Background: an optimization exercise with open tools, aiming at small area, a short achievable clock period and few clock cycles. Do not read the settings as production practice.
In this exercise RTL edits were held to simulation tests only and were not proved equivalent to the original.
Power figures rest on the tool's default switching activity, not on a simulated workload.

===== flow/design.v =====
module mcv_mul (
    input  wire [17:0] x,
    input  wire [15:0] g,      
    input  wire [7:0]  bo,     
    input  wire [7:0]  bt,     
    input  wire [7:0]  bn,     
    output wire [34:0] ra,
    output wire [34:0] rb
);
    wire w0 = ((x[0] & bo[0]) | (1'b0 & bt[0])) ^ bn[0];
    wire w1 = ((x[1] & bo[0]) | (x[0] & bt[0])) ^ bn[0];
    wire w2 = ((x[2] & bo[0]) | (x[1] & bt[0])) ^ bn[0];
    wire w3 = ((x[3] & bo[0]) | (x[2] & bt[0])) ^ bn[0];
    wire w4 = ((x[4] & bo[0]) | (x[3] & bt[0])) ^ bn[0];
    wire w5 = ((x[5] & bo[0]) | (x[4] & bt[0])) ^ bn[0];
    wire w6 = ((x[6] & bo[0]) | (x[5] & bt[0])) ^ bn[0];
    wire w7 = ((x[7] & bo[0]) | (x[6] & bt[0])) ^ bn[0];
    wire w8 = ((x[8] & bo[0]) | (x[7] & bt[0])) ^ bn[0];
    wire w9 = ((x[9] & bo[0]) | (x[8] & bt[0])) ^ bn[0];
    wire w10 = ((x[10] & bo[0]) | (x[9] & bt[0])) ^ bn[0];
    wire w11 = ((x[11] & bo[0]) | (x[10] & bt[0])) ^ bn[0];
    wire w12 = ((x[12] & bo[0]) | (x[11] & bt[0])) ^ bn[0];
    wire w13 = ((x[13] & bo[0]) | (x[12] & bt[0])) ^ bn[0];
    wire w14 = ((x[14] & bo[0]) | (x[13] & bt[0])) ^ bn[0];
    wire w15 = ((x[15] & bo[0]) | (x[14] & bt[0])) ^ bn[0];
    wire w16 = ((x[16] & bo[0]) | (x[15] & bt[0])) ^ bn[0];
    wire w17 = ((x[17] & bo[0]) | (x[16] & bt[0])) ^ bn[0];
    wire w18 = ((x[17] & bo[0]) | (x[17] & bt[0])) ^ bn[0];
    wire w19 = ~w18;
    wire w20 = ((x[0] & bo[1]) | (1'b0 & bt[1])) ^ bn[1];
    wire w21 = ((x[1] & bo[1]) | (x[0] & bt[1])) ^ bn[1];
    wire w22 = ((x[2] & bo[1]) | (x[1] & bt[1])) ^ bn[1];
    wire w23 = ((x[3] & bo[1]) | (x[2] & bt[1])) ^ bn[1];
    wire w24 = ((x[4] & bo[1]) | (x[3] & bt[1])) ^ bn[1];
    wire w25 = ((x[5] & bo[1]) | (x[4] & bt[1])) ^ bn[1];
    wire w26 = ((x[6] & bo[1]) | (x[5] & bt[1])) ^ bn[1];
    wire w27 = ((x[7] & bo[1]) | (x[6] & bt[1])) ^ bn[1];
    wire w28 = ((x[8] & bo[1]) | (x[7] & bt[1])) ^ bn[1];
    wire w29 = ((x[9] & bo[1]) | (x[8] & bt[1])) ^ bn[1];
    wire w30 = ((x[10] & bo[1]) | (x[9] & bt[1])) ^ bn[1];
    wire w31 = ((x[11] & bo[1]) | (x[10] & bt[1])) ^ bn[1];
    wire w32 = ((x[12] & bo[1]) | (x[11] & bt[1])) ^ bn[1];
    wire w33 = ((x[13] & bo[1]) | (x[12] & bt[1])) ^ bn[1];
    wire w34 = ((x[14] & bo[1]) | (x[13] & bt[1])) ^ bn[1];
    wire w35 = ((x[15] & bo[1]) | (x[14] & bt[1])) ^ bn[1];
    wire w36 = ((x[16] & bo[1]) | (x[15] & bt[1])) ^ bn[1];
    wire w37 = ((x[17] & bo[1]) | (x[16] & bt[1])) ^ bn[1];
    wire w38 = ((x[17] & bo[1]) | (x[17] & bt[1])) ^ bn[1];
    wire w39 = ~w38;
    wire w40 = ((x[0] & bo[2]) | (1'b0 & bt[2])) ^ bn[2];
    wire w41 = ((x[1] & bo[2]) | (x[0] & bt[2])) ^ bn[2];
    wire w42 = ((x[2] & bo[2]) | (x[1] & bt[2])) ^ bn[2];
    wire w43 = ((x[3] & bo[2]) | (x[2] & bt[2])) ^ bn[2];
    wire w44 = ((x[4] & bo[2]) | (x[3] & bt[2])) ^ bn[2];
    wire w45 = ((x[5] & bo[2]) | (x[4] & bt[2])) ^ bn[2];
    wire w46 = ((x[6] & bo[2]) | (x[5] & bt[2])) ^ bn[2];
    wire w47 = ((x[7] & bo[2]) | (x[6] & bt[2])) ^ bn[2];
    wire w48 = ((x[8] & bo[2]) | (x[7] & bt[2])) ^ bn[2];
    wire w49 = ((x[9] & bo[2]) | (x[8] & bt[2])) ^ bn[2];
    wire w50 = ((x[10] & bo[2]) | (x[9] & bt[2])) ^ bn[2];
    wire w51 = ((x[11] & bo[2]) | (x[10] & bt[2])) ^ bn[2];
    wire w52 = ((x[12] & bo[2]) | (x[11] & bt[2])) ^ bn[2];
    wire w53 = ((x[13] & bo[2]) | (x[12] & bt[2])) ^ bn[2];
    wire w54 = ((x[14] & bo[2]) | (x[13] & bt[2])) ^ bn[2];
    wire w55 = ((x[15] & bo[2]) | (x[14] & bt[2])) ^ bn[2];
    wire w56 = ((x[16] & bo[2]) | (x[15] & bt[2])) ^ bn[2];
    wire w57 = ((x[17] & bo[2]) | (x[16] & bt[2])) ^ bn[2];
    wire w58 = ((x[17] & bo[2]) | (x[17] & bt[2])) ^ bn[2];
    wire w59 = ~w58;
    wire w60 = ((x[0] & bo[3]) | (1'b0 & bt[3])) ^ bn[3];
    wire w61 = ((x[1] & bo[3]) | (x[0] & bt[3])) ^ bn[3];
    wire w62 = ((x[2] & bo[3]) | (x[1] & bt[3])) ^ bn[3];
    wire w63 = ((x[3] & bo[3]) | (x[2] & bt[3])) ^ bn[3];
    wire w64 = ((x[4] & bo[3]) | (x[3] & bt[3])) ^ bn[3];
    wire w65 = ((x[5] & bo[3]) | (x[4] & bt[3])) ^ bn[3];
    wire w66 = ((x[6] & bo[3]) | (x[5] & bt[3])) ^ bn[3];
    wire w67 = ((x[7] & bo[3]) | (x[6] & bt[3])) ^ bn[3];
    wire w68 = ((x[8] & bo[3]) | (x[7] & bt[3])) ^ bn[3];
    wire w69 = ((x[9] & bo[3]) | (x[8] & bt[3])) ^ bn[3];
    wire w70 = ((x[10] & bo[3]) | (x[9] & bt[3])) ^ bn[3];
    wire w71 = ((x[11] & bo[3]) | (x[10] & bt[3])) ^ bn[3];
    wire w72 = ((x[12] & bo[3]) | (x[11] & bt[3])) ^ bn[3];
    wire w73 = ((x[13] & bo[3]) | (x[12] & bt[3])) ^ bn[3];
    wire w74 = ((x[14] & bo[3]) | (x[13] & bt[3])) ^ bn[3];
    wire w75 = ((x[15] & bo[3]) | (x[14] & bt[3])) ^ bn[3];
    wire w76 = ((x[16] & bo[3]) | (x[15] & bt[3])) ^ bn[3];
    wire w77 = ((x[17] & bo[3]) | (x[16] & bt[3])) ^ bn[3];
    wire w78 = ((x[17] & bo[3]) | (x[17] & bt[3])) ^ bn[3];
    wire w79 = ~w78;
    wire w80 = ((x[0] & bo[4]) | (1'b0 & bt[4])) ^ bn[4];
    wire w81 = ((x[1] & bo[4]) | (x[0] & bt[4])) ^ bn[4];
    wire w82 = ((x[2] & bo[4]) | (x[1] & bt[4])) ^ bn[4];
    wire w83 = ((x[3] & bo[4]) | (x[2] & bt[4])) ^ bn[4];
    wire w84 = ((x[4] & bo[4]) | (x[3] & bt[4])) ^ bn[4];
    wire w85 = ((x[5] & bo[4]) | (x[4] & bt[4])) ^ bn[4];
    wire w86 = ((x[6] & bo[4]) | (x[5] & bt[4])) ^ bn[4];
    wire w87 = ((x[7] & bo[4]) | (x[6] & bt[4])) ^ bn[4];
    wire w88 = ((x[8] & bo[4]) | (x[7] & bt[4])) ^ bn[4];
    wire w89 = ((x[9] & bo[4]) | (x[8] & bt[4])) ^ bn[4];
    wire w90 = ((x[10] & bo[4]) | (x[9] & bt[4])) ^ bn[4];
    wire w91 = ((x[11] & bo[4]) | (x[10] & bt[4])) ^ bn[4];
    wire w92 = ((x[12] & bo[4]) | (x[11] & bt[4])) ^ bn[4];
    wire w93 = ((x[13] & bo[4]) | (x[12] & bt[4])) ^ bn[4];
    wire w94 = ((x[14] & bo[4]) | (x[13] & bt[4])) ^ bn[4];
    wire w95 = ((x[15] & bo[4]) | (x[14] & bt[4])) ^ bn[4];
    wire w96 = ((x[16] & bo[4]) | (x[15] & bt[4])) ^ bn[4];
    wire w97 = ((x[17] & bo[4]) | (x[16] & bt[4])) ^ bn[4];
    wire w98 = ((x[17] & bo[4]) | (x[17] & bt[4])) ^ bn[4];
    wire w99 = ~w98;
    wire w100 = ((x[0] & bo[5]) | (1'b0 & bt[5])) ^ bn[5];
    wire w101 = ((x[1] & bo[5]) | (x[0] & bt[5])) ^ bn[5];
    wire w102 = ((x[2] & bo[5]) | (x[1] & bt[5])) ^ bn[5];
    wire w103 = ((x[3] & bo[5]) | (x[2] & bt[5])) ^ bn[5];
    wire w104 = ((x[4] & bo[5]) | (x[3] & bt[5])) ^ bn[5];
    wire w105 = ((x[5] & bo[5]) | (x[4] & bt[5])) ^ bn[5];
    wire w106 = ((x[6] & bo[5]) | (x[5] & bt[5])) ^ bn[5];
    wire w107 = ((x[7] & bo[5]) | (x[6] & bt[5])) ^ bn[5];
    wire w108 = ((x[8] & bo[5]) | (x[7] & bt[5])) ^ bn[5];
    wire w109 = ((x[9] & bo[5]) | (x[8] & bt[5])) ^ bn[5];
    wire w110 = ((x[10] & bo[5]) | (x[9] & bt[5])) ^ bn[5];
    wire w111 = ((x[11] & bo[5]) | (x[10] & bt[5])) ^ bn[5];
    wire w112 = ((x[12] & bo[5]) | (x[11] & bt[5])) ^ bn[5];
    wire w113 = ((x[13] & bo[5]) | (x[12] & bt[5])) ^ bn[5];
    wire w114 = ((x[14] & bo[5]) | (x[13] & bt[5])) ^ bn[5];
    wire w115 = ((x[15] & bo[5]) | (x[14] & bt[5])) ^ bn[5];
    wire w116 = ((x[16] & bo[5]) | (x[15] & bt[5])) ^ bn[5];
    wire w117 = ((x[17] & bo[5]) | (x[16] & bt[5])) ^ bn[5];
    wire w118 = ((x[17] & bo[5]) | (x[17] & bt[5])) ^ bn[5];
    wire w119 = ~w118;
    wire w120 = ((x[0] & bo[6]) | (1'b0 & bt[6])) ^ bn[6];
    wire w121 = ((x[1] & bo[6]) | (x[0] & bt[6])) ^ bn[6];
    wire w122 = ((x[2] & bo[6]) | (x[1] & bt[6])) ^ bn[6];
    wire w123 = ((x[3] & bo[6]) | (x[2] & bt[6])) ^ bn[6];
    wire w124 = ((x[4] & bo[6]) | (x[3] & bt[6])) ^ bn[6];
    wire w125 = ((x[5] & bo[6]) | (x[4] & bt[6])) ^ bn[6];
    wire w126 = ((x[6] & bo[6]) | (x[5] & bt[6])) ^ bn[6];
    wire w127 = ((x[7] & bo[6]) | (x[6] & bt[6])) ^ bn[6];
    wire w128 = ((x[8] & bo[6]) | (x[7] & bt[6])) ^ bn[6];
    wire w129 = ((x[9] & bo[6]) | (x[8] & bt[6])) ^ bn[6];
    wire w130 = ((x[10] & bo[6]) | (x[9] & bt[6])) ^ bn[6];
    wire w131 = ((x[11] & bo[6]) | (x[10] & bt[6])) ^ bn[6];
    wire w132 = ((x[12] & bo[6]) | (x[11] & bt[6])) ^ bn[6];
    wire w133 = ((x[13] & bo[6]) | (x[12] & bt[6])) ^ bn[6];
    wire w134 = ((x[14] & bo[6]) | (x[13] & bt[6])) ^ bn[6];
    wire w135 = ((x[15] & bo[6]) | (x[14] & bt[6])) ^ bn[6];
    wire w136 = ((x[16] & bo[6]) | (x[15] & bt[6])) ^ bn[6];
    wire w137 = ((x[17] & bo[6]) | (x[16] & bt[6])) ^ bn[6];
    wire w138 = ((x[17] & bo[6]) | (x[17] & bt[6])) ^ bn[6];
    wire w139 = ~w138;
    wire w140 = ((x[0] & bo[7]) | (1'b0 & bt[7])) ^ bn[7];
    wire w141 = ((x[1] & bo[7]) | (x[0] & bt[7])) ^ bn[7];
    wire w142 = ((x[2] & bo[7]) | (x[1] & bt[7])) ^ bn[7];
    wire w143 = ((x[3] & bo[7]) | (x[2] & bt[7])) ^ bn[7];
    wire w144 = ((x[4] & bo[7]) | (x[3] & bt[7])) ^ bn[7];
    wire w145 = ((x[5] & bo[7]) | (x[4] & bt[7])) ^ bn[7];
    wire w146 = ((x[6] & bo[7]) | (x[5] & bt[7])) ^ bn[7];
    wire w147 = ((x[7] & bo[7]) | (x[6] & bt[7])) ^ bn[7];
    wire w148 = ((x[8] & bo[7]) | (x[7] & bt[7])) ^ bn[7];
    wire w149 = ((x[9] & bo[7]) | (x[8] & bt[7])) ^ bn[7];
    wire w150 = ((x[10] & bo[7]) | (x[9] & bt[7])) ^ bn[7];
    wire w151 = ((x[11] & bo[7]) | (x[10] & bt[7])) ^ bn[7];
    wire w152 = ((x[12] & bo[7]) | (x[11] & bt[7])) ^ bn[7];
    wire w153 = ((x[13] & bo[7]) | (x[12] & bt[7])) ^ bn[7];
    wire w154 = ((x[14] & bo[7]) | (x[13] & bt[7])) ^ bn[7];
    wire w155 = ((x[15] & bo[7]) | (x[14] & bt[7])) ^ bn[7];
    wire w156 = ((x[16] & bo[7]) | (x[15] & bt[7])) ^ bn[7];
    wire w157 = ((x[17] & bo[7]) | (x[16] & bt[7])) ^ bn[7];
    wire w158 = ((x[17] & bo[7]) | (x[17] & bt[7])) ^ bn[7];
    wire w159 = ~w158;
    wire w160 = g[15] & x[0];
    wire w161 = g[15] & x[1];
    wire w162 = g[15] & x[2];
    wire w163 = g[15] & x[3];
    wire w164 = g[15] & x[4];
    wire w165 = g[15] & x[5];
    wire w166 = g[15] & x[6];
    wire w167 = g[15] & x[7];
    wire w168 = g[15] & x[8];
    wire w169 = g[15] & x[9];
    wire w170 = g[15] & x[10];
    wire w171 = g[15] & x[11];
    wire w172 = g[15] & x[12];
    wire w173 = g[15] & x[13];
    wire w174 = g[15] & x[14];
    wire w175 = g[15] & x[15];
    wire w176 = g[15] & x[16];
    wire w177 = ~(g[15] & x[17]);
    wire w178 = w10 ^ w28;
    wire w179 = w10 & w28;
    wire w180 = w11 ^ w29;
    wire w181 = w11 & w29;
    wire w182 = w12 ^ w30 ^ w48;
    wire w183 = (w12 & w30) | (w12 & w48) | (w30 & w48);
    wire w184 = w66 ^ w84;
    wire w185 = w66 & w84;
    wire w186 = w13 ^ w31 ^ w49;
    wire w187 = (w13 & w31) | (w13 & w49) | (w31 & w49);
    wire w188 = w67 ^ w85;
    wire w189 = w67 & w85;
    wire w190 = w14 ^ w32 ^ w50;
    wire w191 = (w14 & w32) | (w14 & w50) | (w32 & w50);
    wire w192 = w68 ^ w86 ^ w104;
    wire w193 = (w68 & w86) | (w68 & w104) | (w86 & w104);
    wire w194 = w122 ^ w140;
    wire w195 = w122 & w140;
    wire w196 = w15 ^ w33 ^ w51;
    wire w197 = (w15 & w33) | (w15 & w51) | (w33 & w51);
    wire w198 = w69 ^ w87 ^ w105;
    wire w199 = (w69 & w87) | (w69 & w105) | (w87 & w105);
    wire w200 = w123 ^ w141;
    wire w201 = w123 & w141;
    wire w202 = w16 ^ w34 ^ w52;
    wire w203 = (w16 & w34) | (w16 & w52) | (w34 & w52);
    wire w204 = w70 ^ w88 ^ w106;
    wire w205 = (w70 & w88) | (w70 & w106) | (w88 & w106);
    wire w206 = w124 ^ w142 ^ w160;
    wire w207 = (w124 & w142) | (w124 & w160) | (w142 & w160);
    wire w208 = w17 ^ w35 ^ w53;
    wire w209 = (w17 & w35) | (w17 & w53) | (w35 & w53);
    wire w210 = w71 ^ w89 ^ w107;
    wire w211 = (w71 & w89) | (w71 & w107) | (w89 & w107);
    wire w212 = w125 ^ w143 ^ w161;
    wire w213 = (w125 & w143) | (w125 & w161) | (w143 & w161);
    wire w214 = w19 ^ w36 ^ w54;
    wire w215 = (w19 & w36) | (w19 & w54) | (w36 & w54);
    wire w216 = w72 ^ w90 ^ w108;
    wire w217 = (w72 & w90) | (w72 & w108) | (w90 & w108);
    wire w218 = w126 ^ w144 ^ w162;
    wire w219 = (w126 & w144) | (w126 & w162) | (w144 & w162);
    wire w220 = w37 ^ w55 ^ w73;
    wire w221 = (w37 & w55) | (w37 & w73) | (w55 & w73);
    wire w222 = w91 ^ w109 ^ w127;
    wire w223 = (w91 & w109) | (w91 & w127) | (w109 & w127);
    wire w224 = w145 ^ w163;
    wire w225 = w145 & w163;
    wire w226 = w39 ^ w56 ^ w74;
    wire w227 = (w39 & w56) | (w39 & w74) | (w56 & w74);
    wire w228 = w92 ^ w110 ^ w128;
    wire w229 = (w92 & w110) | (w92 & w128) | (w110 & w128);
    wire w230 = w146 ^ w164 ^ 1'b1;
    wire w231 = (w146 & w164) | (w146 & 1'b1) | (w164 & 1'b1);
    wire w232 = w57 ^ w75 ^ w93;
    wire w233 = (w57 & w75) | (w57 & w93) | (w75 & w93);
    wire w234 = w111 ^ w129 ^ w147;
    wire w235 = (w111 & w129) | (w111 & w147) | (w129 & w147);
    wire w236 = w165 ^ 1'b1;
    wire w237 = w165 & 1'b1;
    wire w238 = w59 ^ w76 ^ w94;
    wire w239 = (w59 & w76) | (w59 & w94) | (w76 & w94);
    wire w240 = w112 ^ w130 ^ w148;
    wire w241 = (w112 & w130) | (w112 & w148) | (w130 & w148);
    wire w242 = w77 ^ w95 ^ w113;
    wire w243 = (w77 & w95) | (w77 & w113) | (w95 & w113);
    wire w244 = w131 ^ w149;
    wire w245 = w131 & w149;
    wire w246 = w79 ^ w96 ^ w114;
    wire w247 = (w79 & w96) | (w79 & w114) | (w96 & w114);
    wire w248 = w97 ^ w115;
    wire w249 = w97 & w115;
    wire w250 = w6 ^ w24;
    wire w251 = w6 & w24;
    wire w252 = w7 ^ w25;
    wire w253 = w7 & w25;
    wire w254 = w8 ^ w26 ^ w44;
    wire w255 = (w8 & w26) | (w8 & w44) | (w26 & w44);
    wire w256 = w62 ^ w80;
    wire w257 = w62 & w80;
    wire w258 = w9 ^ w27 ^ w45;
    wire w259 = (w9 & w27) | (w9 & w45) | (w27 & w45);
    wire w260 = w63 ^ w81;
    wire w261 = w63 & w81;
    wire w262 = w178 ^ w46 ^ w64;
    wire w263 = (w178 & w46) | (w178 & w64) | (w46 & w64);
    wire w264 = w82 ^ w100 ^ bn[5];
    wire w265 = (w82 & w100) | (w82 & bn[5]) | (w100 & bn[5]);
    wire w266 = w179 ^ w180 ^ w47;
    wire w267 = (w179 & w180) | (w179 & w47) | (w180 & w47);
    wire w268 = w65 ^ w83 ^ w101;
    wire w269 = (w65 & w83) | (w65 & w101) | (w83 & w101);
    wire w270 = w181 ^ w182 ^ w184;
    wire w271 = (w181 & w182) | (w181 & w184) | (w182 & w184);
    wire w272 = w102 ^ w120 ^ bn[6];
    wire w273 = (w102 & w120) | (w102 & bn[6]) | (w120 & bn[6]);
    wire w274 = w183 ^ w185 ^ w186;
    wire w275 = (w183 & w185) | (w183 & w186) | (w185 & w186);
    wire w276 = w188 ^ w103 ^ w121;
    wire w277 = (w188 & w103) | (w188 & w121) | (w103 & w121);
    wire w278 = w187 ^ w189 ^ w190;
    wire w279 = (w187 & w189) | (w187 & w190) | (w189 & w190);
    wire w280 = w192 ^ w194 ^ bn[7];
    wire w281 = (w192 & w194) | (w192 & bn[7]) | (w194 & bn[7]);
    wire w282 = w191 ^ w193 ^ w195;
    wire w283 = (w191 & w193) | (w191 & w195) | (w193 & w195);
    wire w284 = w196 ^ w198 ^ w200;
    wire w285 = (w196 & w198) | (w196 & w200) | (w198 & w200);
    wire w286 = w197 ^ w199 ^ w201;
    wire w287 = (w197 & w199) | (w197 & w201) | (w199 & w201);
    wire w288 = w202 ^ w204 ^ w206;
    wire w289 = (w202 & w204) | (w202 & w206) | (w204 & w206);
    wire w290 = w203 ^ w205 ^ w207;
    wire w291 = (w203 & w205) | (w203 & w207) | (w205 & w207);
    wire w292 = w208 ^ w210 ^ w212;
    wire w293 = (w208 & w210) | (w208 & w212) | (w210 & w212);
    wire w294 = w209 ^ w211 ^ w213;
    wire w295 = (w209 & w211) | (w209 & w213) | (w211 & w213);
    wire w296 = w214 ^ w216 ^ w218;
    wire w297 = (w214 & w216) | (w214 & w218) | (w216 & w218);
    wire w298 = w215 ^ w217 ^ w219;
    wire w299 = (w215 & w217) | (w215 & w219) | (w217 & w219);
    wire w300 = w220 ^ w222 ^ w224;
    wire w301 = (w220 & w222) | (w220 & w224) | (w222 & w224);
    wire w302 = w221 ^ w223 ^ w225;
    wire w303 = (w221 & w223) | (w221 & w225) | (w223 & w225);
    wire w304 = w226 ^ w228 ^ w230;
    wire w305 = (w226 & w228) | (w226 & w230) | (w228 & w230);
    wire w306 = w227 ^ w229 ^ w231;
    wire w307 = (w227 & w229) | (w227 & w231) | (w229 & w231);
    wire w308 = w232 ^ w234 ^ w236;
    wire w309 = (w232 & w234) | (w232 & w236) | (w234 & w236);
    wire w310 = w233 ^ w235 ^ w237;
    wire w311 = (w233 & w235) | (w233 & w237) | (w235 & w237);
    wire w312 = w238 ^ w240 ^ w166;
    wire w313 = (w238 & w240) | (w238 & w166) | (w240 & w166);
    wire w314 = w239 ^ w241 ^ w242;
    wire w315 = (w239 & w241) | (w239 & w242) | (w241 & w242);
    wire w316 = w244 ^ w167 ^ 1'b1;
    wire w317 = (w244 & w167) | (w244 & 1'b1) | (w167 & 1'b1);
    wire w318 = w243 ^ w245 ^ w246;
    wire w319 = (w243 & w245) | (w243 & w246) | (w245 & w246);
    wire w320 = w132 ^ w150 ^ w168;
    wire w321 = (w132 & w150) | (w132 & w168) | (w150 & w168);
    wire w322 = w247 ^ w248 ^ w133;
    wire w323 = (w247 & w248) | (w247 & w133) | (w248 & w133);
    wire w324 = w151 ^ w169 ^ 1'b1;
    wire w325 = (w151 & w169) | (w151 & 1'b1) | (w169 & 1'b1);
    wire w326 = w249 ^ w99 ^ w116;
    wire w327 = (w249 & w99) | (w249 & w116) | (w99 & w116);
    wire w328 = w134 ^ w152 ^ w170;
    wire w329 = (w134 & w152) | (w134 & w170) | (w152 & w170);
    wire w330 = w117 ^ w135 ^ w153;
    wire w331 = (w117 & w135) | (w117 & w153) | (w135 & w153);
    wire w332 = w171 ^ 1'b1;
    wire w333 = w171 & 1'b1;
    wire w334 = w119 ^ w136 ^ w154;
    wire w335 = (w119 & w136) | (w119 & w154) | (w136 & w154);
    wire w336 = w137 ^ w155;
    wire w337 = w137 & w155;
    wire w338 = w4 ^ w22;
    wire w339 = w4 & w22;
    wire w340 = w5 ^ w23;
    wire w341 = w5 & w23;
    wire w342 = w250 ^ w42 ^ w60;
    wire w343 = (w250 & w42) | (w250 & w60) | (w42 & w60);
    wire w344 = w251 ^ w252 ^ w43;
    wire w345 = (w251 & w252) | (w251 & w43) | (w252 & w43);
    wire w346 = w253 ^ w254 ^ w256;
    wire w347 = (w253 & w254) | (w253 & w256) | (w254 & w256);
    wire w348 = w255 ^ w257 ^ w258;
    wire w349 = (w255 & w257) | (w255 & w258) | (w257 & w258);
    wire w350 = w259 ^ w261 ^ w262;
    wire w351 = (w259 & w261) | (w259 & w262) | (w261 & w262);
    wire w352 = w263 ^ w265 ^ w266;
    wire w353 = (w263 & w265) | (w263 & w266) | (w265 & w266);
    wire w354 = w267 ^ w269 ^ w270;
    wire w355 = (w267 & w269) | (w267 & w270) | (w269 & w270);
    wire w356 = w271 ^ w273 ^ w274;
    wire w357 = (w271 & w273) | (w271 & w274) | (w273 & w274);
    wire w358 = w275 ^ w277 ^ w278;
    wire w359 = (w275 & w277) | (w275 & w278) | (w277 & w278);
    wire w360 = w279 ^ w281 ^ w282;
    wire w361 = (w279 & w281) | (w279 & w282) | (w281 & w282);
    wire w362 = w283 ^ w285 ^ w286;
    wire w363 = (w283 & w285) | (w283 & w286) | (w285 & w286);
    wire w364 = w287 ^ w289 ^ w290;
    wire w365 = (w287 & w289) | (w287 & w290) | (w289 & w290);
    wire w366 = w291 ^ w293 ^ w294;
    wire w367 = (w291 & w293) | (w291 & w294) | (w293 & w294);
    wire w368 = w295 ^ w297 ^ w298;
    wire w369 = (w295 & w297) | (w295 & w298) | (w297 & w298);
    wire w370 = w299 ^ w301 ^ w302;
    wire w371 = (w299 & w301) | (w299 & w302) | (w301 & w302);
    wire w372 = w303 ^ w305 ^ w306;
    wire w373 = (w303 & w305) | (w303 & w306) | (w305 & w306);
    wire w374 = w307 ^ w309 ^ w310;
    wire w375 = (w307 & w309) | (w307 & w310) | (w309 & w310);
    wire w376 = w311 ^ w313 ^ w314;
    wire w377 = (w311 & w313) | (w311 & w314) | (w313 & w314);
    wire w378 = w315 ^ w317 ^ w318;
    wire w379 = (w315 & w317) | (w315 & w318) | (w317 & w318);
    wire w380 = w319 ^ w321 ^ w322;
    wire w381 = (w319 & w321) | (w319 & w322) | (w321 & w322);
    wire w382 = w323 ^ w325 ^ w326;
    wire w383 = (w323 & w325) | (w323 & w326) | (w325 & w326);
    wire w384 = w327 ^ w329 ^ w330;
    wire w385 = (w327 & w329) | (w327 & w330) | (w329 & w330);
    wire w386 = w331 ^ w333 ^ w334;
    wire w387 = (w331 & w333) | (w331 & w334) | (w333 & w334);
    wire w388 = w335 ^ w336 ^ w173;
    wire w389 = (w335 & w336) | (w335 & w173) | (w336 & w173);
    wire w390 = w337 ^ w139 ^ w156;
    wire w391 = (w337 & w139) | (w337 & w156) | (w139 & w156);
    wire w392 = w157 ^ w175;
    wire w393 = w157 & w175;
    wire w394 = w2 ^ w20;
    wire w395 = w2 & w20;
    wire w396 = w3 ^ w21;
    wire w397 = w3 & w21;
    wire w398 = w338 ^ w40 ^ bn[2];
    wire w399 = (w338 & w40) | (w338 & bn[2]) | (w40 & bn[2]);
    wire w400 = w339 ^ w340 ^ w41;
    wire w401 = (w339 & w340) | (w339 & w41) | (w340 & w41);
    wire w402 = w341 ^ w342 ^ bn[3];
    wire w403 = (w341 & w342) | (w341 & bn[3]) | (w342 & bn[3]);
    wire w404 = w343 ^ w344 ^ w61;
    wire w405 = (w343 & w344) | (w343 & w61) | (w344 & w61);
    wire w406 = w345 ^ w346 ^ bn[4];
    wire w407 = (w345 & w346) | (w345 & bn[4]) | (w346 & bn[4]);
    wire w408 = w347 ^ w348 ^ w260;
    wire w409 = (w347 & w348) | (w347 & w260) | (w348 & w260);
    wire w410 = w349 ^ w350 ^ w264;
    wire w411 = (w349 & w350) | (w349 & w264) | (w350 & w264);
    wire w412 = w351 ^ w352 ^ w268;
    wire w413 = (w351 & w352) | (w351 & w268) | (w352 & w268);
    wire w414 = w353 ^ w354 ^ w272;
    wire w415 = (w353 & w354) | (w353 & w272) | (w354 & w272);
    wire w416 = w355 ^ w356 ^ w276;
    wire w417 = (w355 & w356) | (w355 & w276) | (w356 & w276);
    wire w418 = w357 ^ w358 ^ w280;
    wire w419 = (w357 & w358) | (w357 & w280) | (w358 & w280);
    wire w420 = w359 ^ w360 ^ w284;
    wire w421 = (w359 & w360) | (w359 & w284) | (w360 & w284);
    wire w422 = w361 ^ w362 ^ w288;
    wire w423 = (w361 & w362) | (w361 & w288) | (w362 & w288);
    wire w424 = w363 ^ w364 ^ w292;
    wire w425 = (w363 & w364) | (w363 & w292) | (w364 & w292);
    wire w426 = w365 ^ w366 ^ w296;
    wire w427 = (w365 & w366) | (w365 & w296) | (w366 & w296);
    wire w428 = w367 ^ w368 ^ w300;
    wire w429 = (w367 & w368) | (w367 & w300) | (w368 & w300);
    wire w430 = w369 ^ w370 ^ w304;
    wire w431 = (w369 & w370) | (w369 & w304) | (w370 & w304);
    wire w432 = w371 ^ w372 ^ w308;
    wire w433 = (w371 & w372) | (w371 & w308) | (w372 & w308);
    wire w434 = w373 ^ w374 ^ w312;
    wire w435 = (w373 & w374) | (w373 & w312) | (w374 & w312);
    wire w436 = w375 ^ w376 ^ w316;
    wire w437 = (w375 & w376) | (w375 & w316) | (w376 & w316);
    wire w438 = w377 ^ w378 ^ w320;
    wire w439 = (w377 & w378) | (w377 & w320) | (w378 & w320);
    wire w440 = w379 ^ w380 ^ w324;
    wire w441 = (w379 & w380) | (w379 & w324) | (w380 & w324);
    wire w442 = w381 ^ w382 ^ w328;
    wire w443 = (w381 & w382) | (w381 & w328) | (w382 & w328);
    wire w444 = w383 ^ w384 ^ w332;
    wire w445 = (w383 & w384) | (w383 & w332) | (w384 & w332);
    wire w446 = w385 ^ w386 ^ w172;
    wire w447 = (w385 & w386) | (w385 & w172) | (w386 & w172);
    wire w448 = w387 ^ w388 ^ 1'b1;
    wire w449 = (w387 & w388) | (w387 & 1'b1) | (w388 & 1'b1);
    wire w450 = w389 ^ w390 ^ w174;
    wire w451 = (w389 & w390) | (w389 & w174) | (w390 & w174);
    wire w452 = w391 ^ w392 ^ 1'b1;
    wire w453 = (w391 & w392) | (w391 & 1'b1) | (w392 & 1'b1);
    wire w454 = w393 ^ w159 ^ w176;
    wire w455 = (w393 & w159) | (w393 & w176) | (w159 & w176);
    assign ra = {1'b1, w455, w453, w451, w449, w447, w445, w443, w441, w439, w437, w435, w433, w431, w429, w427, w425, w423, w421, w419, w417, w415, w413, w411, w409, w407, w405, w403, w401, w399, w397, w395, w394, w1, w0};
    assign rb = {1'b0, w177, w454, w452, w450, w448, w446, w444, w442, w440, w438, w436, w434, w432, w430, w428, w426, w424, w422, w420, w418, w416, w414, w412, w410, w408, w406, w404, w402, w400, w398, w396, bn[1], 1'b0, bn[0]};
endmodule
module mcv_cal (
    input  wire        clk,
    input  wire        rst,
    input  wire        s_valid,
    output wire        s_ready,
    input  wire [1:0]  s_op,       
    input  wire [2:0]  s_conv,
    input  wire [27:0] s_data,
    output reg         o_valid,
    output reg         o_kind,     
    output reg  [2:0]  o_conv,
    output reg  [11:0] o_raw,
    output reg         o_clamp,
    output reg         o_ok,
    output reg  [15:0] o_gain,
    output reg  [11:0] o_offset
);
    localparam OP_MEAS    = 2'd0;
    localparam OP_CAL     = 2'd1;
    localparam OP_RESTART = 2'd2;
    localparam OP_LOAD    = 2'd3;
    integer i;
    reg        busy;             
    reg        rdy;              
    reg        a_v;
    reg [1:0]  a_op;
    reg [2:0]  a_conv;
    reg [7:0]  a_sel;            
    reg [27:0] a_data;
    assign s_ready = rdy;
    always @(posedge clk) begin
        if (rst)
            a_v <= 1'b0;
        else if (!busy)
            a_v <= s_valid;
        if (!busy) begin
            a_op   <= s_op;
            a_conv <= s_conv;
            a_sel  <= 8'd1 << s_conv;
            a_data <= s_data;
        end
    end
    reg [11:0] cal_off  [0:7];
    reg [15:0] cal_gain [0:7];
    reg [5:0]  cal_cnt  [0:7];
    reg [16:0] sum_lo   [0:7];
    reg [16:0] sum_hi   [0:7];
    reg [7:0]  ld;
    reg [7:0]  em;
    wire        go   = a_v & ~busy;
    wire [11:0] a_u  = a_data[11:0];
    reg         r_ld, r_em;
    reg  [11:0] r_off0;
    reg  [15:0] r_gain0;
    reg  [5:0]  r_cnt;
    reg  [16:0] r_lo, r_hi;
    always @(*) begin
        r_ld = 1'b0; r_em = 1'b0; r_off0 = 12'd0; r_gain0 = 16'd0;
        r_cnt = 6'd0; r_lo = 17'd0; r_hi = 17'd0;
        for (i = 0; i < 8; i = i + 1) begin
            r_ld    = r_ld    | (a_sel[i] & ld[i]);
            r_em    = r_em    | (a_sel[i] & em[i]);
            r_off0  = r_off0  | ({12{a_sel[i]}} & cal_off[i]);
            r_gain0 = r_gain0 | ({16{a_sel[i]}} & cal_gain[i]);
            r_cnt   = r_cnt   | ({6{a_sel[i]}}  & cal_cnt[i]);
            r_lo    = r_lo    | ({17{a_sel[i]}} & sum_lo[i]);
            r_hi    = r_hi    | ({17{a_sel[i]}} & sum_hi[i]);
        end
    end
    wire [11:0] r_off  = r_ld ? r_off0  : 12'd0;
    wire [15:0] r_gain = r_ld ? r_gain0 : 16'h8000;
    wire        c_odd  = ~r_em & r_cnt[0];                  
    wire        c_last = ~r_em & (r_cnt == 6'd63);          
    wire [5:0]  c_cnt1 = r_em ? 6'd1 : r_cnt + 6'd1;
    wire [16:0] c_lo0  = r_lo + {5'd0, a_u};
    wire [16:0] c_hi0  = r_hi + {5'd0, a_u};
    wire [16:0] c_lo   = r_em ? {5'd0, a_u} : c_lo0;                    
    wire [16:0] c_hi   = (r_cnt[5:1] == 5'd0) ? {5'd0, a_u} : c_hi0;   
    wire do_cal  = go & (a_op == OP_CAL);
    wire do_lo   = do_cal & ~c_odd;
    wire do_hi   = do_cal & c_odd & ~c_last;
    wire do_last = do_cal & c_last;
    wire do_rst  = go & (a_op == OP_RESTART);
    wire do_load = go & (a_op == OP_LOAD);
    reg [17:0] dv_d;
    reg [16:0] dv_r;
    reg [3:0]  dv_ro;
    reg [4:0]  dv_n;
    reg        dv_okm;
    reg [2:0]  dv_conv;
    reg [7:0]  dv_sel;
    wire        dv_k1   = (dv_n == 5'd0);
    wire [17:0] k_d     = dv_d - {1'b0, dv_r};
    wire [17:0] k_l     = dv_d - {1'b0, dv_r} + 18'h6666;
    wire [21:0] k_m     = {2'b00, dv_r, 3'b000} - {4'd0, dv_d} + 22'd28679;
    wire [17:0] g_t   = {dv_r, o_gain[15]};
    wire [18:0] g_s   = {1'b0, g_t} - {1'b0, dv_d};
    wire        g_q   = ~g_s[18];
    wire [15:0] g_nxt = {o_gain[14:0], g_q};
    wire [4:0]  f_t   = {dv_ro, o_offset[11]};
    wire        f_q   = (f_t >= 5'd14);
    wire        f_on  = (dv_n >= 5'd5);
    wire [11:0] f_nxt = {o_offset[10:0], f_q ^ (dv_n == 5'd5)};
    wire        dv_last = (dv_n == 5'd16);
    wire        f_ok  = (f_nxt[11:9] == 3'b000) || (f_nxt[11:9] == 3'b111) ||
                        (f_nxt == 12'h200);
    wire        dv_ok = dv_okm && f_ok && (dv_d >= 18'd89077) && (dv_d <= 18'd94589);
    reg        m_v;
    reg [2:0]  m_conv;
    reg [17:0] m_x;
    reg        m_g15;
    reg [7:0]  m_bo, m_bt, m_bn;     
    reg        p_v;
    reg [2:0]  p_conv;
    reg [16:0] p_a;
    reg [16:0] p_b;
    reg        p_c;
    wire [34:0] m_ra, m_rb;
    mcv_mul u_mul (.x(m_x), .g({m_g15, 15'd0}), .bo(m_bo), .bt(m_bt), .bn(m_bn),
                   .ra(m_ra), .rb(m_rb));
    wire [16:0] r_gx = {r_gain, 1'b0};
    reg  [7:0]  r_bo, r_bt, r_bn;
    always @(*) begin
        for (i = 0; i < 8; i = i + 1) begin
            r_bo[i] = r_gx[2*i+1] ^ r_gx[2*i];
            r_bt[i] = (r_gx[2*i+2] & ~r_gx[2*i+1] & ~r_gx[2*i]) |
                      (~r_gx[2*i+2] & r_gx[2*i+1] & r_gx[2*i]);
            r_bn[i] = r_gx[2*i+2] & ~(r_gx[2*i+1] & r_gx[2*i]);
        end
    end
    wire [18:0] m_lo  = {1'b0, m_ra[17:0]} + {1'b0, m_rb[17:0]};
    wire [16:0] q_hi  = p_a + p_b + {16'd0, p_c};       
    wire        m_neg = q_hi[16];
    wire        m_big = ~q_hi[16] & (q_hi[15:13] != 3'd0);
    always @(posedge clk) begin
        m_conv <= a_conv;
        m_x    <= {2'b00, a_u, 4'b0000} - {{6{r_off[11]}}, r_off};
        m_g15  <= r_gain[15];
        m_bo   <= r_bo;
        m_bt   <= r_bt;
        m_bn   <= r_bn;
        p_conv <= m_conv;
        p_a    <= m_ra[34:18];
        p_b    <= m_rb[34:18];
        p_c    <= m_lo[18];
        for (i = 0; i < 8; i = i + 1) begin
            if (do_lo & a_sel[i]) begin
                sum_lo[i]  <= c_lo;
                cal_cnt[i] <= c_cnt1;
            end
            if (do_hi & a_sel[i]) begin
                sum_hi[i]  <= c_hi;
                cal_cnt[i] <= c_cnt1;
            end
            if (busy ? (dv_last & dv_ok & dv_sel[i]) : (do_load & a_sel[i])) begin
                cal_off[i]  <= busy ? f_nxt : a_data[11:0];
                cal_gain[i] <= busy ? g_nxt : a_data[27:12];
            end
        end
        if (do_last) begin
            dv_d    <= {1'b0, c_hi0};
            dv_r    <= r_lo;
            dv_conv <= a_conv;
            dv_sel  <= a_sel;
            dv_n    <= 5'd0;
        end
        if (busy) begin
            dv_n <= dv_n + 5'd1;
            if (dv_k1) begin
                dv_d     <= k_d;
                dv_r     <= 17'h0B333;
                o_gain   <= k_l[16:1];
                dv_ro    <= k_m[15:12];
                o_offset <= k_m[11:0];
                dv_okm   <= (k_m[21:12] <= 10'd8);
            end else begin
                dv_r   <= g_q ? g_s[16:0] : g_t[16:0];
                o_gain <= g_nxt;
                if (f_on) begin
                    dv_ro    <= f_q ? (f_t - 5'd14) : f_t[3:0];
                    o_offset <= f_nxt;
                end
            end
        end
        o_kind  <= ~p_v;
        o_conv  <= p_v ? p_conv : dv_conv;
        o_raw   <= m_neg ? 12'd0 : (m_big ? 12'd4095 : q_hi[12:1]);
        o_clamp <= m_neg | m_big;
        o_ok    <= dv_ok;
        if (rst) begin
            busy    <= 1'b0;
            rdy     <= 1'b1;
            m_v     <= 1'b0;
            p_v     <= 1'b0;
            o_valid <= 1'b0;
            ld      <= 8'd0;
            em      <= 8'hFF;
        end else begin
            m_v     <= go & (a_op == OP_MEAS);
            p_v     <= m_v;
            o_valid <= p_v | (busy & dv_last);
            if (do_last) begin
                busy <= 1'b1;
                rdy  <= 1'b0;
            end else if (busy & dv_last) begin
                busy <= 1'b0;
                rdy  <= 1'b1;
            end
            for (i = 0; i < 8; i = i + 1) begin
                if ((do_lo | do_rst | do_last) & a_sel[i])
                    em[i] <= ~do_lo;
                if ((busy ? (dv_last & dv_ok & dv_sel[i]) : (do_load & a_sel[i])))
                    ld[i] <= 1'b1;
            end
        end
    end
endmodule

===== flow/run.sh =====
#!/bin/bash
# synth_recipe.tcl (not shown) runs the flow's synth.tcl, then flattens the netlist and writes it again
# the make line also repeats each setting of config.mk as NAME=value (left out here)
make -C /OpenROAD-flow-scripts/flow DESIGN_CONFIG=/design/flow/config.mk WORK_HOME=/design/flow/orfs CLKGATE_MAP_FILE= SYNTH_SCRIPT=/design/flow/synth_recipe.tcl finish

===== flow/config.mk =====
export PLATFORM = sky130hd
export DESIGN_NAME = mcv_cal
export DESIGN_NICKNAME = mcv_cal
export VERILOG_FILES = /design/flow/design.v
export SDC_FILE = /design/flow/constraint.sdc
export NUM_CORES = 4
export LEC_CHECK = 0
export CAP_MARGIN = 20
export CORE_MARGIN = 2
export CORE_UTILIZATION = 40
export SLEW_MARGIN = 20

===== flow/constraint.sdc =====
create_clock -name core_clock -period 12.0 [get_ports {clk}]
set_input_delay 2.4000 -clock core_clock [delete_from_list [all_inputs] [get_ports {clk}]]
set_output_delay 2.4000 -clock core_clock [all_outputs]
set_load 0.01 [all_outputs]

==> results_dict.tcl, run 1 <==
set metrics [dict create \
    fin_util_pct 45.26 \
    critPathKind "reg2reg" \
    dr.pass1.iters 6 \
    clk_pin_slew_worst_paths_ns 0.06 \
    gp_congestion 0.8835 \
    viasPerCell 5.697 \
    hold_viol_final 0 \
    syn-cell-area_um2 40210 \
    drv_slew 0 \
    syn_nets 3546 \
    finalSetupViolCount 0 \
    period_share_pct 42.31 \
    ys.flop_type "edfxtp_1" \
    cts_hold_buf 0 \
    routed_wl_um 106400 \
    htreeDepth 3 \
    p_sw_share_pct 25.36 \
    power.net_switching_uw 1687 \
    antenna_found_initial 1 \
    seqPwrFrac_pct 47.8 \
    power.share.clock_pct 39.6 \
    ir_drop_mv 0.1113 \
    ctsResizeCount 0 \
    placed_cells_incl_taps 4482 \
    reg2reg_from "a_sel[0]" \
    grt_max_degree 76 \
    hpwlAfterDp_um 69840 \
    cp_cell_sequence "buf_4, buf_4, a22oi_1, nand4_1, ha_1, a21o_1, a21oi_1, o21ai_0, a2111o_1, a41oi_1, nand2b_1, a21oi_1, mux2i_1, nor3b_1" \
    rsz0062_at_grt "no" \
    ant_nets 0 \
    leakage_uw 0.01616 \
    insertion_delay_ns 0.66 \
    rows 116 \
    crit_path_start "a_sel[0]" \
    clock_path_buffers 3 \
    nNetsFinal 3580 \
    cts.sinks 791 \
    synthCells 3235 \
    grt_pass1_vias 26670 \
    cp_slowest_stage_delay_ns 0.69 \
    finClkSkew_ns 0.02932 \
    cts_tree "done" \
    die_x_um 321.0 \
    slew_headroom_pct 25.95 \
    die_area_um2 103100 \
    wl_per_cell_um 22.95 \
    crit_path_start_kind "flop" \
    reg2reg_setup_slack_ns 6.92 \
    yosysWarnings 6 \
    cp_data_arrival_time_ns 5.40 \
    min_period_ns 5.077 \
    max_freq_mhz 197.0 \
    critPathCaptureType "flop" \
    drive_above_1_share_pct 8.303 \
    synth_top_area_share_pct 48.62 \
    ys_ff_latch 791 \
    critPathCapture "sum_hi[5][15]" \
    internal_power_uw 4965 \
    cp.required_ns 12.33 \
    dr.first_iter.drc_count 2324 \
    tns_ns 0 \
    area_growth_pct 12.40 \
    fp.dieH_um 321.0 \
    worst_slew_pin_slew_ns 1.111 \
    p_total_uw 6652 \
    post_cts_buffers 0 \
    grt.total_usage_pct 20.63 \
    port_buffers 83 \
    core-area_um2 99860 \
    synthTopCellsByArea "edfxtp_1, a22oi_1, dfxtp_1" \
    hold_path.class "reg2reg" \
    vias 26410 \
    drc_errors 0 \
    hold_depth 0 \
    outcome "finished clean" \
    p_comb_share_pct 12.5 \
    grt_pass1_wl_um 162500 \
    critPathMaxFanout 47 \
    p_per_area_nw_per_um2 147.2 \
    yosysUniqueCellTypes 82 \
    num-fill-cells 9052 \
    crit_slowest_cell "nor3b_1" \
    synth_seq_area_share_pct 55.59 \
    cts-root-buf "clkbuf_16" \
    r2r-end "sum_hi[5][15]" \
    cts_made_buffers 83 \
    synth_edf_count 651 \
    maxCapViolations 0 \
    ff2ff_path_depth 14 \
    synth-async-reset-ratio_pct 0 \
    grt_overflow 0 \
    yosys.area.top_type "edfxtp_1" \
    synth.avg_cell_area_um2 12.43 \
    pin_count 84 \
    final_cell_count_no_fill 4635 \
    initial_utilization_pct 40.27 \
]
## metrics by stage
step           hold WS [ns]  worst slack [ns]  cell area [um^2]
5_1_grt              0.3316             6.492             45190
2_1_floorplan        0.3096             7.382             40210
6_report             0.3261             6.923             45190
4_1_cts              0.3268             6.911             45190
3_5_place_dp         0.3147             6.977             42410
3_3_place_gp         0.3106             7.048             42400
## cells in the final DEF (no fill, tap or decap), types with 14 or more instances in the layout
cell type	Yosys	final
nand3_1	28	28
xnor2_1	163	163
fa_1	115	115
and2_1	46	43
nor3_1	48	46
nor2_1	114	114
ha_1	160	160
o31ai_1	14	14
mux2_2	42	42
clkbuf_1	151	15
buf_4	0	59
clkbuf_16	0	85
edfxtp_1	651	651
and4_1	20	20
a31oi_1	15	15
o21ai_0	103	100
inv_1	217	216
xor2_1	106	106
o21bai_1	19	19
nand2_1	154	154
or2_2	21	21
dfxtp_1	140	139
a21o_1	23	23
a21oi_1	104	104
mux2i_1	26	26
nand2b_1	16	16
clkdlybuf4s50_1	0	83
a22oi_1	415	415
o21a_1	26	26
nand4_1	61	61
## per-layer routing
metal	GRT usage, %	up-vias	wire [um]
li1	-	12150	-
met1	27.98	13250	46470
met2	33.40	824	49750
met3	3.287	184	6491
met4	7.664	0	3669
met5	0	-	0
## cells by family after synthesis
logic type | synth area share, %
mux | 1.824
buf+inv | 3.871
fa+ha+maj | 10.70
compound gates | 14.59
flops | 55.59
xor+xnor | 5.860
simple gates | 7.562
## power groups by stage
stage | logic [uW] | registers [uW] | clock network [uW]
2_1_floorplan | 590 | 3200 | 0
3_3_place_gp | 828 | 3240 | 0
3_5_place_dp | 836 | 3240 | 0
4_1_cts | 841 | 3180 | 2670
5_1_grt | 941 | 3190 | 2770
6_report | 834 | 3180 | 2640
## layout make-up
| type | count | area (um^2) | area share [%] |
|---|---|---|---|
| well taps | 1298 | 1624 | 3.594 |
| diodes | 1 | 2.502 | 0.005537 |
| inverters | 218 | 818.3 | 1.811 |
| repair buffers | 143 | 1294 | 2.863 |
| multi-input cells | 2032 | 16320 | 36.12 |
| clock buffers | 106 | 2266 | 5.014 |
| flip-flops and latches | 791 | 22350 | 49.46 |
| clock inverters | 46 | 514.2 | 1.138 |
## registers in the layout (all words and copies together) (netlist names), 5 cells and up
register,flops
sum_hi,136
sum_lo,136
ld,8
o_gain,16
cal_off,96
cal_cnt,48
cal_gain,128
o_raw,12
m_bo,8
p_b,16
m_x,18
o_offset,12
p_a,16
a_data,28
a_sel,8
dv_n,5
em,8
m_bn,8
dv_sel,8
dv_r,17
dv_d,18
m_bt,8
## worst max-delay path, delay by kind of cell (launching register included)
family | cells | cell delay, ns
adder cells (fa/ha/maj) | 1 | 0.24
buffers and inverters | 2 | 1.05
multiplexers | 1 | 0.17
flip-flops | 1 | 0.58
AO/OA/AOI/OAI | 7 | 1.57
AND/OR/NAND/NOR | 3 | 1.07
## how the worst min path moves through the flow
stage	end	startpoint	slack [ns]
final	p_conv[1]	m_conv[1]	0.33
after CTS	p_conv[0]	m_conv[0]	0.33
after global routing	p_conv[1]	m_conv[1]	0.33
after floorplan	p_conv[0]	m_conv[0]	0.31
after detailed placement	p_conv[1]	m_conv[1]	0.31
after global placement	p_conv[0]	m_conv[0]	0.31
## synthesized netlist by cell type, drive strengths merged (105+ instances only)
master	instances
edfxtp	651
a22oi	415
inv	218
xnor2	163
ha	160
nand2	154
clkbuf	151
dfxtp	140
fa	115
nor2	114
xor2	106
a21oi	105
Testbench counts, summed over its fixed seeds: cycles 19,150.
==> run 2: changes to the inputs <==
--- a/flow/design.v
+++ b/flow/design.v
@@ -493,6 +493,7 @@
     reg        a_v;
     reg [1:0]  a_op;
-    reg [2:0]  a_conv;
-    reg [7:0]  a_sel;            
+    reg [7:0]  a_sm;             
+    reg [7:0]  a_sc;             
+    reg [7:0]  a_sx;             
     reg [27:0] a_data;
     assign s_ready = rdy;
@@ -504,6 +505,7 @@
         if (!busy) begin
             a_op   <= s_op;
-            a_conv <= s_conv;
-            a_sel  <= 8'd1 << s_conv;
+            a_sm   <= (s_op == OP_MEAS) ? (8'd1 << s_conv) : 8'd0;
+            a_sc   <= (s_op == OP_CAL)  ? (8'd1 << s_conv) : 8'd0;
+            a_sx   <= (s_op[1])         ? (8'd1 << s_conv) : 8'd0;
             a_data <= s_data;
         end
@@ -516,49 +518,54 @@
     reg [7:0]  ld;
     reg [7:0]  em;
+    reg [7:0]  hv;
     wire        go   = a_v & ~busy;
+    wire [7:0]  a_sel = a_sm | a_sc | a_sx;
+    wire [2:0]  a_conv = {|a_sel[7:4], a_sel[7] | a_sel[6] | a_sel[3] | a_sel[2],
+                          a_sel[7] | a_sel[5] | a_sel[3] | a_sel[1]};
     wire [11:0] a_u  = a_data[11:0];
-    reg         r_ld, r_em;
-    reg  [11:0] r_off0;
-    reg  [15:0] r_gain0;
+    wire [7:0]  sel_m  = a_sm & ld;          
+    wire [7:0]  sel_d  = a_sm & ~ld;         
+    wire [7:0]  sel_c  = a_sc & ~em;         
+    wire [7:0]  sel_h  = a_sc & hv;          
+    reg  [11:0] r_off;
+    reg  [15:0] r_gain;
     reg  [5:0]  r_cnt;
     reg  [16:0] r_lo, r_hi;
     always @(*) begin
-        r_ld = 1'b0; r_em = 1'b0; r_off0 = 12'd0; r_gain0 = 16'd0;
+        r_off = 12'd0; r_gain = {|sel_d, 15'd0};
         r_cnt = 6'd0; r_lo = 17'd0; r_hi = 17'd0;
         for (i = 0; i < 8; i = i + 1) begin
-            r_ld    = r_ld    | (a_sel[i] & ld[i]);
-            r_em    = r_em    | (a_sel[i] & em[i]);
-            r_off0  = r_off0  | ({12{a_sel[i]}} & cal_off[i]);
-            r_gain0 = r_gain0 | ({16{a_sel[i]}} & cal_gain[i]);
-            r_cnt   = r_cnt   | ({6{a_sel[i]}}  & cal_cnt[i]);
-            r_lo    = r_lo    | ({17{a_sel[i]}} & sum_lo[i]);
-            r_hi    = r_hi    | ({17{a_sel[i]}} & sum_hi[i]);
+            r_off   = r_off   | ({12{sel_m[i]}} & cal_off[i]);
+            r_gain  = r_gain  | ({16{sel_m[i]}} & cal_gain[i]);
+            r_cnt   = r_cnt   | ({6{sel_c[i]}}  & cal_cnt[i]);
+            r_lo    = r_lo    | ({17{sel_c[i]}} & sum_lo[i]);
+            r_hi    = r_hi    | ({17{sel_h[i]}} & sum_hi[i]);
         end
     end
-    wire [11:0] r_off  = r_ld ? r_off0  : 12'd0;
-    wire [15:0] r_gain = r_ld ? r_gain0 : 16'h8000;
-    wire        c_odd  = ~r_em & r_cnt[0];                  
-    wire        c_last = ~r_em & (r_cnt == 6'd63);          
-    wire [5:0]  c_cnt1 = r_em ? 6'd1 : r_cnt + 6'd1;
-    wire [16:0] c_lo0  = r_lo + {5'd0, a_u};
-    wire [16:0] c_hi0  = r_hi + {5'd0, a_u};
-    wire [16:0] c_lo   = r_em ? {5'd0, a_u} : c_lo0;                    
-    wire [16:0] c_hi   = (r_cnt[5:1] == 5'd0) ? {5'd0, a_u} : c_hi0;   
-    wire do_cal  = go & (a_op == OP_CAL);
+    wire        c_odd  = r_cnt[0];                          
+    wire        c_last = (r_cnt == 6'd63);                  
+    wire [5:0]  c_cnt1 = r_cnt + 6'd1;
+    wire [12:0] c_lo12 = {1'b0, r_lo[11:0]} + {1'b0, a_u};
+    wire [12:0] c_hi12 = {1'b0, r_hi[11:0]} + {1'b0, a_u};
+    wire [4:0]  c_lo5  = r_lo[16:12] + 5'd1;
+    wire [4:0]  c_hi5  = r_hi[16:12] + 5'd1;
+    wire [16:0] c_lo   = {c_lo12[12] ? c_lo5 : r_lo[16:12], c_lo12[11:0]};
+    wire [16:0] c_hi   = {c_hi12[12] ? c_hi5 : r_hi[16:12], c_hi12[11:0]};
+    wire do_cal  = go & (a_op == OP_CAL);      
     wire do_lo   = do_cal & ~c_odd;
     wire do_hi   = do_cal & c_odd & ~c_last;
     wire do_last = do_cal & c_last;
-    wire do_rst  = go & (a_op == OP_RESTART);
-    wire do_load = go & (a_op == OP_LOAD);
+    wire do_rst  = go & (a_op == OP_RESTART);  
+    wire do_load = go & (a_op == OP_LOAD);     
     reg [17:0] dv_d;
     reg [16:0] dv_r;
     reg [3:0]  dv_ro;
     reg [4:0]  dv_n;
-    reg        dv_okm;
+    reg        dv_okm;           
     reg [2:0]  dv_conv;
     reg [7:0]  dv_sel;
     wire        dv_k1   = (dv_n == 5'd0);
     wire [17:0] k_d     = dv_d - {1'b0, dv_r};
-    wire [17:0] k_l     = dv_d - {1'b0, dv_r} + 18'h6666;
+    wire [17:0] k_l     = k_d + 18'h6666;
     wire [21:0] k_m     = {2'b00, dv_r, 3'b000} - {4'd0, dv_d} + 22'd28679;
     wire [17:0] g_t   = {dv_r, o_gain[15]};
@@ -571,7 +578,5 @@
     wire [11:0] f_nxt = {o_offset[10:0], f_q ^ (dv_n == 5'd5)};
     wire        dv_last = (dv_n == 5'd16);
-    wire        f_ok  = (f_nxt[11:9] == 3'b000) || (f_nxt[11:9] == 3'b111) ||
-                        (f_nxt == 12'h200);
-    wire        dv_ok = dv_okm && f_ok && (dv_d >= 18'd89077) && (dv_d <= 18'd94589);
+    wire        dv_ok = dv_okm;
     reg        m_v;
     reg [2:0]  m_conv;
@@ -613,13 +618,13 @@
         p_c    <= m_lo[18];
         for (i = 0; i < 8; i = i + 1) begin
-            if (do_lo & a_sel[i]) begin
+            if (do_lo & a_sc[i]) begin
                 sum_lo[i]  <= c_lo;
                 cal_cnt[i] <= c_cnt1;
             end
-            if (do_hi & a_sel[i]) begin
+            if (do_hi & a_sc[i]) begin
                 sum_hi[i]  <= c_hi;
                 cal_cnt[i] <= c_cnt1;
             end
-            if (busy ? (dv_last & dv_ok & dv_sel[i]) : (do_load & a_sel[i])) begin
+            if (busy ? (dv_last & dv_ok & dv_sel[i]) : (do_load & a_sx[i])) begin
                 cal_off[i]  <= busy ? f_nxt : a_data[11:0];
                 cal_gain[i] <= busy ? g_nxt : a_data[27:12];
@@ -627,8 +632,8 @@
         end
         if (do_last) begin
-            dv_d    <= {1'b0, c_hi0};
+            dv_d    <= {1'b0, c_hi};
             dv_r    <= r_lo;
             dv_conv <= a_conv;
-            dv_sel  <= a_sel;
+            dv_sel  <= a_sc;
             dv_n    <= 5'd0;
         end
@@ -641,5 +646,6 @@
                 dv_ro    <= k_m[15:12];
                 o_offset <= k_m[11:0];
-                dv_okm   <= (k_m[21:12] <= 10'd8);
+                dv_okm   <= (k_m >= 22'd21504) && (k_m <= 22'd35853) &&
+                            (k_d >= 18'd89077) && (k_d <= 18'd94589);
             end else begin
                 dv_r   <= g_q ? g_s[16:0] : g_t[16:0];
@@ -664,4 +670,5 @@
             ld      <= 8'd0;
             em      <= 8'hFF;
+            hv      <= 8'd0;
         end else begin
             m_v     <= go & (a_op == OP_MEAS);
@@ -676,7 +683,9 @@
             end
             for (i = 0; i < 8; i = i + 1) begin
-                if ((do_lo | do_rst | do_last) & a_sel[i])
+                if (((do_lo | do_last) & a_sc[i]) | (do_rst & a_sx[i]))
                     em[i] <= ~do_lo;
-                if ((busy ? (dv_last & dv_ok & dv_sel[i]) : (do_load & a_sel[i])))
+                if (((do_hi | do_last) & a_sc[i]) | (do_rst & a_sx[i]))
+                    hv[i] <= do_hi;
+                if ((busy ? (dv_last & dv_ok & dv_sel[i]) : (do_load & a_sx[i])))
                     ld[i] <= 1'b1;
             end
==> flow/flow/run.sh (new file) <==
#!/bin/bash
# The standard layout (standard.sh: the standard synthesis and the ORFS
# steps with the standard flow's config.mk and constraint.sdc, unchanged), with ORFS's
# repair_timing asked to leave more setup slack than the default, so that it
# also shortens paths that already meet the design's clock period.
set -euo pipefail
MARGIN=${MARGIN:-7.5}
bash standard.sh SETUP_SLACK_MARGIN=$MARGIN finish > run_make.log 2>&1
==> flow/standard.sh (new file) <==
#!/bin/bash
# synth_recipe.tcl (not shown) runs the flow's synth.tcl, then flattens the netlist and writes it again
# the make line also repeats each setting of config.mk as NAME=value (left out here)
make -C /OpenROAD-flow-scripts/flow DESIGN_CONFIG=/design/flow/config.mk WORK_HOME=/design/flow/orfs CLKGATE_MAP_FILE= SYNTH_SCRIPT=/design/flow/synth_recipe.tcl "${@:-finish}"
removed: flow/run.sh
==> results_dict.tcl, run 2 <==
set metrics [dict create \
    grt.total_usage_pct 20.82 \
    tns_ns 0 \
    critPathMaxFanout 23 \
    fp.dieH_um 323.2 \
    clk_pin_slew_worst_paths_ns 0.06 \
    cp_data_arrival_time_ns 4.70 \
    outcome "finished clean" \
    period_share_pct 36.04 \
    p_total_uw 6420 \
    pre_cts_ws_ns 7.314 \
    rsz0062_at_grt "yes" \
    die_area_um2 104500 \
    vias 26760 \
    dr.pass1.iters 6 \
    ff2ff_path_depth 11 \
    cp.required_ns 12.37 \
    cts_tree "done" \
    hold_start "m_conv[0]" \
    r2r-end "cal_cnt[0][0]" \
    antenna_found_initial 5 \
    initial_utilization_pct 40.17 \
    port_buffers 83 \
    cp_slowest_stage_delay_ns 0.79 \
    hold_viol_final 0 \
    post-synth-top-count-cell "edfxtp_1" \
    syn_nets 3602 \
    htreeDepth 3 \
    crit_slowest_cell "nor4_2" \
    crit_path_start_kind "flop" \
    leakage_uw 0.01652 \
    min_period_ns 4.325 \
    grt_overflow 0 \
    area_growth_pct 13.31 \
    hold_depth 0 \
    crit_path_start "a_sc[6]" \
    ys_ff_latch 812 \
    grt_pass1_wl_um 164000 \
    drive_above_1_share_pct 9.715 \
    grt_pass1_vias 26030 \
    finalSetupViolCount 0 \
    finClkSkew_ns 0.04936 \
    worst_slew_pin_slew_ns 1.115 \
    cts_hold_buf 0 \
    synth.avg_cell_area_um2 12.40 \
    top_regs "sum_hi x136, sum_lo x136, cal_gain x128" \
    critPathBufInv 2 \
    synth_commonest_cells "edfxtp_1, a22oi_1, inv_1" \
    synthCells 3288 \
    synthTopCellsByArea "edfxtp_1, dfxtp_1, a22oi_1" \
    syn-cell-area_um2 40760 \
    wl_per_cell_um 22.92 \
    synth-async-reset-ratio_pct 0 \
    mostFrequentLayoutCells "edfxtp_1, a22oi_1, inv_1" \
    fin_util_pct 45.52 \
    drv_slew 0 \
    yosysUniqueCellTypes 81 \
    nNetsFinal 3651 \
    reg2reg_from "a_sc[6]" \
    insertion_delay_ns 0.68 \
    synth_edf_count 664 \
    hpwlAfterDp_um 73420 \
    core-area_um2 101400 \
    num-fill-cells 9112 \
    cts.sinks 812 \
    p_per_area_nw_per_um2 139.0 \
    reg2reg_setup_slack_ns 7.67 \
    synth_top_area_share_pct 48.92 \
    slew_headroom_pct 25.68 \
    critPathKind "reg2reg" \
    grt_max_degree 51 \
    viasPerCell 5.601 \
    hold_end "p_conv[0]" \
    clock_path_buffers 3 \
    fin_ws_ns 7.675 \
    rows 117 \
    pin_count 84 \
    ys.flop_type "edfxtp_1" \
    crit_family "simple AND/OR/NAND/NOR gates" \
    crit_path_frequent_cell "nor3b_1" \
    cts_made_buffers 87 \
    final_common_cell "edfxtp_1" \
    cp_cell_sequence "nor2b_2, buf_4, a22oi_1, and4_1, inv_1, ha_1, nor3b_1, nor3b_1, nor4_2, and2_2, or2_2" \
    ir_drop_mv 0.1303 \
    ant_nets 0 \
    gp_congestion 0.9084 \
    yosys.area.top_type "edfxtp_1" \
    dr.first_iter.drc_count 2776 \
    max_freq_mhz 231.2 \
    critPathCaptureType "flop" \
    whs_ns 0.3272 \
    yosysWarnings 6 \
    cts-root-buf "clkbuf_16" \
    routed_wl_um 109500 \
    synth_seq_area_share_pct 56.19 \
    die_x_um 323.2 \
    drc_errors 0 \
    hold_path.class "reg2reg" \
    maxCapViolations 0 \
]
run 2: changes by cell type in the layout (fill, tap and decap cells not counted), sizes merged, moves of 10 or more:
| cell | before | now |
|---|---|---|
| a22oi | 415 | 380 |
| o21a | 26 | 16 |
| edfxtp | 651 | 664 |
| a22o | 10 | 37 |
| mux2i | 26 | 7 |
| nor2 | 114 | 157 |
| nand3 | 28 | 62 |
| a21oi | 105 | 94 |
| a21o | 23 | 47 |
| or2 | 21 | 9 |
| nand4 | 61 | 48 |
run 2: worst max path at each step:
stage                     to  cells after the start
2_1_floorplan            p_c                     12
3_3_place_gp   cal_cnt[0][2]                     11
6_report       cal_cnt[0][0]                     11
3_5_place_dp   cal_cnt[0][5]                     11
5_1_grt        cal_cnt[0][0]                     11
4_1_cts        sum_lo[2][13]                     17
run 2: what timing repair did:
item / CTS / global route
setup endpoints to repair: 63 / 222
setup buffers: 4 / 8
pin swaps: 1 / 3
gates resized for setup: 10 / 50
run 2: metrics by stage:
step                area, um^2  cells
floorplan                40760   3288
finish                   46180   4778
CTS                      45960   4767
global placement         42990   4603
detailed placement       43010   4604
global route             46170   4775
run 2: metal layers:
metal  up-vias  track usage, %  part of all wire (%)
met4         0           6.202                   2.5
met3       152           3.481                   6.9
met1     13400           29.10                    44
met5         -               0                     0
met2       938           33.31                    47
li1      12270               -                     -
run 2: cell families after synthesis:
| logic type | after synthesis | share of synthesized area, % |
|---|---|---|
| AOI/OAI and AO/OA | 809 | 14.08 |
| xor gates and xnor gates | 273 | 5.885 |
| adders and majority gates | 278 | 10.65 |
| buffers and inverters | 413 | 3.862 |
| DFF | 812 | 56.19 |
| muxes | 41 | 1.111 |
| and+or+nand+nor | 662 | 8.221 |
run 2: worst reg2reg max path: stages, from the launching register on:
cell	delay (ns)
edfxtp_1	0.47
nor2b_2	0.19
buf_4	0.23
a22oi_1	0.23
and4_1	0.45
inv_1	0.11
ha_1	0.24
nor3b_1	0.17
nor3b_1	0.19
nor4_2	0.79
and2_2	0.66
or2_2	0.31
run 2: power by group:
part | internal [uW] | total [uW] | switching (uW)
Sequential | 3110 | 3180 | 66.2
Clock | 1570 | 2720 | 1150
Combinational | 231 | 522 | 291
Total | 4910 | 6420 | 1510
run 2: area by class of cell:
class	count	area, um^2	share of cell area, %
well taps	1368	1712	3.707
clock buffers	107	2292	4.964
clock inverters	52	600.6	1.301
inverters	228	885.9	1.918
repair buffers	145	1308	2.831
diodes	3	7.507	0.01626
multi-input cells	2063	16430	35.58
flip-flops and latches	812	22940	49.68
Testbench counts of run 2, summed over its fixed seeds: cycles 19,150.

==> port drivers added, routing unchanged <==
Ports are ideal in the flow. The routed layouts listed here were re-timed in OpenROAD.
Step 1 assumes that a clkbuf_16 drives the clock port and a buf_2 every other input.
Step 2 times the ports against the registers' clock, not the clock port: input delays grow and output delays shrink by t, the midpoint of the rising clock arrivals with the driver on.
a / b / c = no drivers / after step 1 / after step 2; a / b = the first two.
run | shift t [ns] | setup WS [ns] | clock arrival spread, ns
run 1 | 0.718 | 6.923 / 6.923 / 6.923 | 0.037 / 0.037
run 2 | 0.726 | 7.675 / 7.675 / 7.675 | 0.059 / 0.059
After both steps setup and hold are still met in every run listed.
